Source: an optimization exercise on an open RTL-to-GDS flow (aim: small area, a short achievable clock period and few clock cycles). Production flows keep margins and buffers that such runs may drop. Function was checked by simulation only, so behaviour that the tests miss may differ from the original. Power and IR drop assume default switching activity.

== job 4287 ==
==> flow/design.v (excerpt) <==
module par_core (
    input  wire         clk,
    input  wire         rst,
    input  wire         cmd_valid,
    output wire         cmd_ready,
    input  wire [7:0]   cmd_op,
    input  wire [7:0]   cmd_k,
    input  wire [7:0]   cmd_e1,
    input  wire [7:0]   cmd_e2,
    input  wire [15:0]  cmd_ncols,
    input  wire         in_valid,
    output wire         in_ready,
    input  wire [63:0] in_data,
    output wire         out_valid,
    input  wire         out_ready,
    output wire [63:0] out_data,
    output wire         done,
    output wire [1:0]   done_status,
    output wire [1:0]   done_result
);
clock: 10.0 ns
lec_check: 0
cap_margin: 20
core_margin: 2
core_utilization: 60
place_density: 0.75
slew_margin: 20
standard.sh (not shown) runs the stock make flow with config.mk's settings and CLKGATE_MAP_FILE= SYNTH_SCRIPT=/design/flow/synth_recipe.tcl, a recipe that flattens the netlist after the stock synthesis.
==> flow/flow/run.sh <==
#!/bin/bash
# The standard layout (the standard.sh, unchanged synthesis and steps),
# with plain buffers instead of the default delay cells on the ports.
export BUFFER_PORTS_ARGS="-buffer_cell sky130_fd_sc_hd__buf_1"
bash standard.sh > standard.log 2>&1
No stage failed in job 4287, and the final checks on the layout all came back clean.
Testbench counts of job 4287, summed over its fixed seeds: cycles 116,933.
The inputs of job 6478 differ from those of job 4287 as listed below.
-- flow/config.mk --
<<< job 4287, line 10
export CORE_UTILIZATION = 60
export PLACE_DENSITY = 0.75
>>> job 6478, line 10
export CORE_UTILIZATION = 60
export CTS_BUF_LIST = sky130_fd_sc_hd__clkbuf_8
export CTS_CLUSTER_DIAMETER = 40
export CTS_CLUSTER_SIZE = 16
export PLACE_DENSITY = 0.75
Results
The internal power of job 6478 falls short of that of job 4287 by about 3.4%. Job 6478 ended up with a higher count of clock-buffer cells in the layout than job 4287 did. Compared to job 4287, job 6478 has first-iteration DRC count 51 lower. In terms of power density over the cells, job 4287 and job 6478 differ only marginally. Between job 6478 and job 4287, the hold slack figures differ only marginally.

onyx:
Another version of the RTL of par_core (not shown whole).
Size: about 520 flip-flops, ~190 I/O pins, ~33000 µm² of cells after synthesis.
clock: 10.0 ns
lec_check: 0
abc_area: 1
cap_margin: 20
core_margin: 2
core_utilization: 75
place_density: 0.85
slew_margin: 20
Scripts as last shown in full above: flow/flow/run.sh
Testbench counts of onyx, summed over its fixed seeds: cycles 116,826.
Input-level comparison between raven and onyx:
==> flow/config.mk <==
export PLATFORM = sky130hd
export DESIGN_NAME = par_core
export DESIGN_NICKNAME = par_core
export VERILOG_FILES = /design/flow/design.v
export SDC_FILE = /design/flow/constraint.sdc
export NUM_CORES = 4
export LEC_CHECK = 0
export CAP_MARGIN = 20
export CORE_MARGIN = 2
export CORE_UTILIZATION = 70
export CTS_BUF_LIST = sky130_fd_sc_hd__clkbuf_8
export CTS_CLUSTER_DIAMETER = 66
export CTS_CLUSTER_SIZE = 13
export PLACE_DENSITY = 0.85
export SLEW_MARGIN = 20
Results
The sequential share of layout area in raven sits 0.43 points above the value recorded for onyx. Comparing onyx and raven, area fraction in compound gates after synthesis is higher on raven. [compare] base=onyx new=raven: met3 usage in global routing grew by 0.44 points; routed wire length shrank by 420 µm. Max multiplexer area fraction after synthesis across onyx and raven: raven. onyx leaves less setup margin than raven.
What willow does differently from raven at the input level:
-- flow/config.mk --
<<< raven, line 6
export NUM_CORES = 4
export LEC_CHECK = 0
export CAP_MARGIN = 20
export CORE_MARGIN = 2
>>> willow, line 6
export NUM_CORES = 4
export LEC_CHECK = 0
export ABC_AREA = 1
export CAP_MARGIN = 20
export CORE_MARGIN = 2
Notes after the runs:
Number of signal-net buffers in the layout of willow exceeds that of raven by a few percent.
On willow: data arrival time of the worst path is 0.03 ns higher than what raven gave.
Utilization of the core after routing was lower in raven than in willow.
Diff raven -> willow: total standard cell area after synthesis fell by 520 µm², routed via count rose by 1.2%.
Wire length in willow is 3.0% below raven.
Changes observed in willow relative to raven: parity-gate share of the synthesized area counting xor and xnor cells rose 1.8 points; net total in the final layout rose 334; compound-gate portion of the synthesized area fell 3.9 points.
Edits applied to the flow inputs when going from willow to yarrow:
==> flow/config.mk <==
export PLATFORM = sky130hd
export DESIGN_NAME = par_core
export DESIGN_NICKNAME = par_core
export VERILOG_FILES = /design/flow/design.v
export SDC_FILE = /design/flow/constraint.sdc
export NUM_CORES = 4
export LEC_CHECK = 0
export CAP_MARGIN = 20
export CORE_MARGIN = 2
export CORE_UTILIZATION = 70
export PLACE_DENSITY = 0.85
export SLEW_MARGIN = 20
==> notes.md <==
Of the two values seen for endpoint of the worst setup timing path, out_data[25] was produced by yarrow and cmd_ready by willow.
yarrow against willow: sum of routed wire length over all layers +5.7%, pin slew with the least headroom to its limit -0.027 ns, area fraction in compound gates after synthesis +3.9 points.
As far as sequential cell count goes, yarrow and willow are indistinguishable; the numbers are identical.
Input changes introduced in violet (baseline for comparison: yarrow):
-- flow/config.mk --
<<< yarrow, line 6
export NUM_CORES = 4
export LEC_CHECK = 0
export CAP_MARGIN = 20
export CORE_MARGIN = 2
>>> violet, line 6
export NUM_CORES = 4
export LEC_CHECK = 0
export ABC_AREA = 1
export CAP_MARGIN = 20
export CORE_MARGIN = 2
==> notes.md <==
- Of yarrow and violet, violet shows the lower wire length of the first global-routing pass, with yarrow above it.
- Min fraction of final layout cells sized beyond drive strength 1 across yarrow and violet: yarrow
- For internal power component, dividing the value from yarrow by the value from violet gives 0.63.
- Measured against yarrow, the total sequential power of violet comes out at 1.4 times the reference value.

==> afterwards: timing with drivers on the ports <==
In the flow no input, the clock included, has a driving cell. The finished layouts below were timed again as built, in two steps. Step 1, drivers: a clkbuf_16 drives clk and a buf_2 each remaining input, both assumed. Step 2 times the ports against the registers' clock, not the clock port: input delays grow and output delays shrink by t, the midpoint of the rising clock arrivals with the driver on. Slacks: ideal / step 1 / step 2; pairs: ideal / step 1.
run | t (ns) | slack for setup (ns) | worst setup path after step 2 | worst register clock-pin slew, ns | pins driven straight from the clock port
job 4287 | 0.679 | 6.266 / 6.266 / 5.995 | input to register | 0.07 / 0.07 | 1
job 6478 | 0.755 | 6.318 / 6.318 / 6.021 | input to register | 0.09 / 0.09 | 1
onyx | 0.690 | 6.697 / 6.635 / 6.499 | input to register | 0.07 / 0.07 | 1
raven | 0.742 | 6.754 / 6.698 / 6.487 | input to register | 0.10 / 0.10 | 1
willow | 0.734 | 6.717 / 6.662 / 6.715 | input to register | 0.10 / 0.10 | 1
yarrow | 0.688 | 6.815 / 6.759 / 6.463 | input to register | 0.07 / 0.07 | 1
violet | 0.679 | 6.826 / 6.767 / 6.744 | input to register | 0.07 / 0.07 | 1
After both steps every run listed still meets setup and hold. For yarrow, which loses most, drivers alone change the setup slack by -0.056 ns; drivers and shift together by -0.352 ns.
